This is an optimization exercise on Yosys and OpenROAD, whose aim is small area, not a production implementation. The RTL was checked by simulation tests, not by an equivalence proof against the original design. Power is estimated from default activity; no workload was simulated.

==> wip/amber <==
Design dfu_unit, start of the top module:
module dfu_unit (
    input  wire        clk,
    input  wire        rst,           
    input  wire [1:0]  mode,          
    input  wire [20:0] dec_d,         
    input  wire        sync,          
    input  wire        corr_we,
    input  wire [1:0]  corr_m,
    input  wire [15:0] corr_ofs,
    input  wire [15:0] corr_gain,
    input  wire        corr_commit,
    input  wire        in_valid,
    input  wire [11:0] in_code,
    input  wire [1:0]  in_member,
    input  wire [3:0]  in_flags,      
    output wire        o_valid,
    output wire [31:0] o_index,
    output wire [15:0] o_lo,
    output wire [15:0] o_hi,
    output wire [31:0] o_h32,
    output wire [11:0] o_p12,
    output wire [4:0]  o_flags,       
    output reg  [31:0] sat_count
);
export LEC_CHECK = 0
export CAP_MARGIN = 20
export CORE_MARGIN = 2
export CORE_UTILIZATION = 40
export CTS_CLUSTER_DIAMETER = 80
export CTS_CLUSTER_SIZE = 30
export PLACE_DENSITY = 0.6
export SLEW_MARGIN = 20
create_clock -name core_clock -period 14.0 [get_ports {clk}]
standard.sh (not shown) runs the stock make flow with config.mk's settings and CLKGATE_MAP_FILE= SYNTH_SCRIPT=/design/flow/synth_recipe.tcl, a recipe that flattens the netlist after the stock synthesis.
==> flow/flow/run.sh <==
#!/bin/bash
# Layout flow: the standard ORFS flow (standard synthesis, floorplan, power grid,
# tap cells, placement, CTS, routing), with the port buffers that global placement
# inserts on every input and output made the smallest buffer cell, buf_1.
set -euo pipefail
export BUFFER_PORTS_ARGS="-buffer_cell sky130_fd_sc_hd__buf_1"
bash standard.sh finish > standard_flow.log 2>&1
==> wip/fjord: changes against wip/amber <==
--- a/flow/config.mk
+++ b/flow/config.mk
@@ -6,4 +6,5 @@
 export NUM_CORES = 4
 export LEC_CHECK = 0
+export ABC_AREA = 1
 export CAP_MARGIN = 20
 export CORE_MARGIN = 2
==> wip/yarrow: changes against wip/amber <==
--- a/flow/config.mk
+++ b/flow/config.mk
@@ -9,6 +9,6 @@
 export CORE_MARGIN = 2
 export CORE_UTILIZATION = 40
-export CTS_CLUSTER_DIAMETER = 80
-export CTS_CLUSTER_SIZE = 30
+export CTS_CLUSTER_DIAMETER = 60
+export CTS_CLUSTER_SIZE = 40
 export PLACE_DENSITY = 0.6
 export SLEW_MARGIN = 20
==> results.txt <==
- Against wip/fjord, the cell count of wip/yarrow is smaller by about 9%.
- Sequential power is about the same in wip/amber and wip/fjord.
- The lowest fmax belongs to wip/amber, the highest to wip/fjord.
- Of wip/fjord and wip/amber, wip/fjord has the higher via count (gap 5.3%, measured against wip/amber).


==> 11-01 <==
dfu_unit again, from the RTL that the note above started with.
clock: 14.0 ns
lec_check: 0
cap_margin: 20
core_margin: 2
core_utilization: 65
cts_buf_list: sky130_fd_sc_hd__clkbuf_4
place_density: 0.75
slew_margin: 20
run.sh (not shown) runs the stock make flow with config.mk's settings and CLKGATE_MAP_FILE= SYNTH_SCRIPT=/design/flow/synth_recipe.tcl, a recipe that flattens the netlist after the stock synthesis.
Stock flow here: none of the scripts above is used.
==> 04-23 (differences from 11-01) <==
- CORE_UTILIZATION: 65 -> 40
- CTS_BUF_LIST: sky130_fd_sc_hd__clkbuf_4 -> unset
- PLACE_DENSITY: 0.75 -> 0.6
==> comparison <==
- 11-01 finished with timing, DRC and antenna clean. 04-23 produced a clean layout.
- Against 04-23, the utilization of 11-01 is higher by 29 points.
- Between 04-23 and 11-01, the lower worst hold slack is in 04-23 (gap 0.0079 ns).
- Sequential cell count is the same in 11-01 and 04-23.
- Synthesized cell count is the same in 04-23 and 11-01.
- Between 04-23 and 11-01, the lower first-iteration DRC count is in 04-23 (gap 6.2%, measured against 11-01).
- Die area: 11-01 is smaller than 04-23 (38%).
- Global-route usage: 04-23 is lower than 11-01 (12 points).
- Between 04-23 and 11-01, the lower combinational power is in 04-23 (gap about 2%, measured against 11-01).
==> figures <==
| item | 11-01 | 04-23 |
|---|---|---|
| Outcome | complete, no violations | complete, no violations |
| Ratio of layout area to synthesized area | 1.177x | 1.191x |
| Tightest hold margin | 0.334 ns | 0.326 ns |
| Share of total power in combinational logic | 0.409 | 0.393 |
| Final worst-path setup slack | 0.359 ns | 0.439 ns |
| Met3 wire len | 5.11 mm | 3.43 mm |
| Final weighted congestion in routability-driven placement | 0.937 | 0.906 |
| Internal power contribution | 0.00297 W | 0.00307 W |
| Critical path's slowest cell | clkdlybuf4s50_1 | or4b_1 |
| Layout clock buffer count | 171 | 72 |
| Met2 layer usage reported by global route | 0.524 | 0.341 |
| Share of power burned in registers | 0.355 | 0.350 |
| Maximum ir drop on the vdd rail | 151 uV | 127 uV |
| Number of antenna violations at the first check in global routing | 2 | 3 |
| Effective utilization at floorplan | 0.658 | 0.404 |
| Share of layout cells above drive strength 1 | 0.144 | 0.107 |
| Clock transition at the registers of the reported paths | 0.07 ns | 0.06 ns |


==> run Z: inputs <==
Starting RTL as in the previous note.
clock: 14.0 ns
lec_check: 0
abc_area: 1
cap_margin: 20
core_margin: 2
core_utilization: 40
cts_cluster_diameter: 80
cts_cluster_size: 30
gpl_timing_driven: 0
place_density: 0.6
slew_margin: 20
standard.sh (not shown) runs the stock make flow with config.mk's settings and CLKGATE_MAP_FILE= SYNTH_SCRIPT=/design/flow/synth_recipe.tcl, a recipe that flattens the netlist after the stock synthesis.
==> flow/flow/run.sh <==
#!/bin/bash
# Layout flow: the standard ORFS flow, with two changes that leave the design's
# function and registers as the standard synthesis makes them:
#  - after the standard synthesis, flow/polar.py moves inverters out of the netlist
#    (full adders taken in complemented form, gates swapped for complemented twins);
#  - the buffers that global placement puts on every input and output port are the
#    smallest buffer cell, buf_1.
# Each step's output goes to a log file of its own in this folder.
set -euo pipefail
export BUFFER_PORTS_ARGS="-buffer_cell sky130_fd_sc_hd__buf_1"
R=orfs/results/sky130hd/dfu_unit/base
bash standard.sh synth > flow_synth.log 2>&1
cp "$R/1_2_yosys.v" synth_standard.v
python3 flow/polar.py synth_standard.v "$R/1_2_yosys.v" > flow_polar.log 2>&1
rm -f "$R/1_synth.odb" "$R/1_synth.sdc"
bash standard.sh finish > flow_layout.log 2>&1
Other scripts of this flow, unchanged in this note and not shown: flow/flow/polar.py
==> run F (differences from run Z) <==
--- a/flow/config.mk
+++ b/flow/config.mk
@@ -11,6 +11,5 @@
 export CORE_UTILIZATION = 40
 export CTS_CLUSTER_DIAMETER = 80
 export CTS_CLUSTER_SIZE = 30
-export GPL_TIMING_DRIVEN = 0
 export PLACE_DENSITY = 0.6
 export SLEW_MARGIN = 20
==> results.txt <==
metric                                                      run F       run Z
Metal-1 WL                                              28,500 um   30,000 um
Min Tclk post-route                                      13.40 ns    13.58 ns
Grt met1 use                                                0.251       0.268
Status                           no timing/DRC/antenna violations  no timing/DRC/antenna violations
Switching pwr                                             2190 uW     2270 uW
Layout filler cell count                                    6,198       6,287
Cell depth of the worst flop-to-flop path                      44          42
Post-layout total power                                   5360 uW     5470 uW
Detail Route met2 WL                                    32,800 um   35,100 um
Area occupied by multi-input gates                     14,400 um2  14,500 um2
Measured slew at the worst slew-check pin                 1.02 ns    0.826 ns
Power per standard cell area                           179 nW/um2  181 nW/um2
Proportion of cell area occupied by multi-input gates       0.481       0.479


==> inputs of job 2111 <==
dfu_unit, a different RTL version from the one above (not shown whole).
Settings: LEC_CHECK=0, ABC_AREA=1, CAP_MARGIN=20, CORE_MARGIN=2, CORE_UTILIZATION=40, CTS_CLUSTER_DIAMETER=80, CTS_CLUSTER_SIZE=30, PLACE_DENSITY=0.6, SLEW_MARGIN=20; clock period 14.0 ns.
Scripts as last shown in full above: flow/flow/run.sh
Other scripts of this flow, unchanged in this note and not shown: flow/flow/polar.py
==> job 7965: changes against job 2111 <==
==> flow/flow/run.sh (replaced) <==
#!/bin/bash
# Layout flow: the standard ORFS flow with three changes that keep the design's
# registers exactly as the standard synthesis makes them:
#  - synthesis is the standard one (synth_recipe.tcl, ABC_AREA 1) except that ABC's
#    area script maps with "amap" and leaves buffering and sizing to the placer;
#  - after synthesis, flow/polar.py moves inverters out of the netlist (full adders
#    taken in complemented form, gates swapped for complemented twins);
#  - the buffers that global placement puts on every port are buf_1.
# Each step's output goes to a log file of its own in this folder.
set -euo pipefail
export BUFFER_PORTS_ARGS="-buffer_cell sky130_fd_sc_hd__buf_1"
R=orfs/results/sky130hd/dfu_unit/base
rm -rf scripts_synth
cp -r "$FLOW_HOME/scripts" scripts_synth
printf 'strash\ndch -f\namap\ntopo\nstime -c\n' > scripts_synth/abc_area.script
bash standard.sh SCRIPTS_DIR="$PWD/scripts_synth" synth > flow_synth.log 2>&1
cp "$R/1_2_yosys.v" synth_netlist.v
python3 flow/polar.py synth_netlist.v "$R/1_2_yosys.v" > flow_polar.log 2>&1
rm -f "$R/1_synth.odb" "$R/1_synth.sdc"
bash standard.sh finish > flow_layout.log 2>&1
- CTS_CLUSTER_DIAMETER: 80 -> 100
==> summary of the runs <==
Job 7965 produced a clean layout. Job 2111 completed without violations. Between job 7965 and job 2111, the lower first-iteration DRC count is in job 2111 (gap about 40%, measured against job 2111). Between job 2111 and job 7965, the lower fmax is in job 2111 (gap about 1.6%, measured against job 7965). Against job 2111, the clock power of job 7965 is smaller by 17%. Against job 2111, the total power of job 7965 is lower by 4.1%. Of job 7965 and job 2111, job 2111 has the higher die area (gap 4.0%, measured against job 2111).
==> figures <==
quantity                                       job 7965    job 2111
Status                 no timing/DRC/antenna violations  no timing/DRC/antenna violations
Hold EP                                      q_flags[1]  q_flags[3]
Layout buffer count excluding clock buffers         272         277
Final Non-Filler Cells                             3349        3594
Starting utilization of the core area             0.405       0.405
Standard-cell rows                                   92          94
Final-stage net count                              2998        3223
Static leakage power                            11.9 nW     12.9 nW
Critical Path RT                               14500 ps    14490 ps
Combinational share of power                      0.562       0.553
Tap Count                                           846         864

## static timing again, ports no longer ideal
No port has a modelled driver above. Below, the same layouts with a new extraction and two added sets of constraints. Step 1, drivers: a clkbuf_16 drives clk and a buf_2 each remaining input, both assumed. Step 2 also shifts input and output timing later by t, the mid clock arrival at the registers, as if the neighbouring blocks saw the same clock. Three values: ideal ports, drivers, drivers and shift; two values: the first two.
| run | t (ns) | setup slack, ns | hold WS [ns] | worst slew at a driven data input, ns |
|---|---|---|---|---|
| wip/amber | 0.635 | 0.507 / 0.486 / 0.486 | 0.337 / 0.337 / 0.337 | 0.08 |
| wip/fjord | 0.639 | 0.665 / 0.644 / 0.644 | 0.331 / 0.331 / 0.331 | 0.09 |
| wip/yarrow | 0.631 | 0.520 / 0.499 / 0.499 | 0.339 / 0.339 / 0.339 | 0.09 |
| 11-01 | 0.910 | 0.359 / 0.334 / 0.334 | 0.334 / 0.334 / 0.334 | 0.10 |
| 04-23 | 0.643 | 0.439 / 0.414 / 0.414 | 0.326 / 0.326 / 0.326 | 0.08 |
| run Z | 0.637 | 0.417 / 0.384 / 0.384 | 0.337 / 0.337 / 0.337 | 0.08 |
| run F | 0.647 | 0.602 / 0.579 / 0.579 | 0.337 / 0.337 / 0.337 | 0.06 |
| job 2111 | 0.651 | 0.575 / 0.575 / 0.575 | 0.325 / 0.325 / 0.325 | 0.05 |
| job 7965 | 0.626 | 0.786 / 0.786 / 0.786 | 0.337 / 0.337 / 0.337 | 0.08 |
After both steps every run listed still meets setup and hold. The setup slack of run Z, which loses most, moves by -0.033 ns with the drivers and by -0.033 ns with both steps.
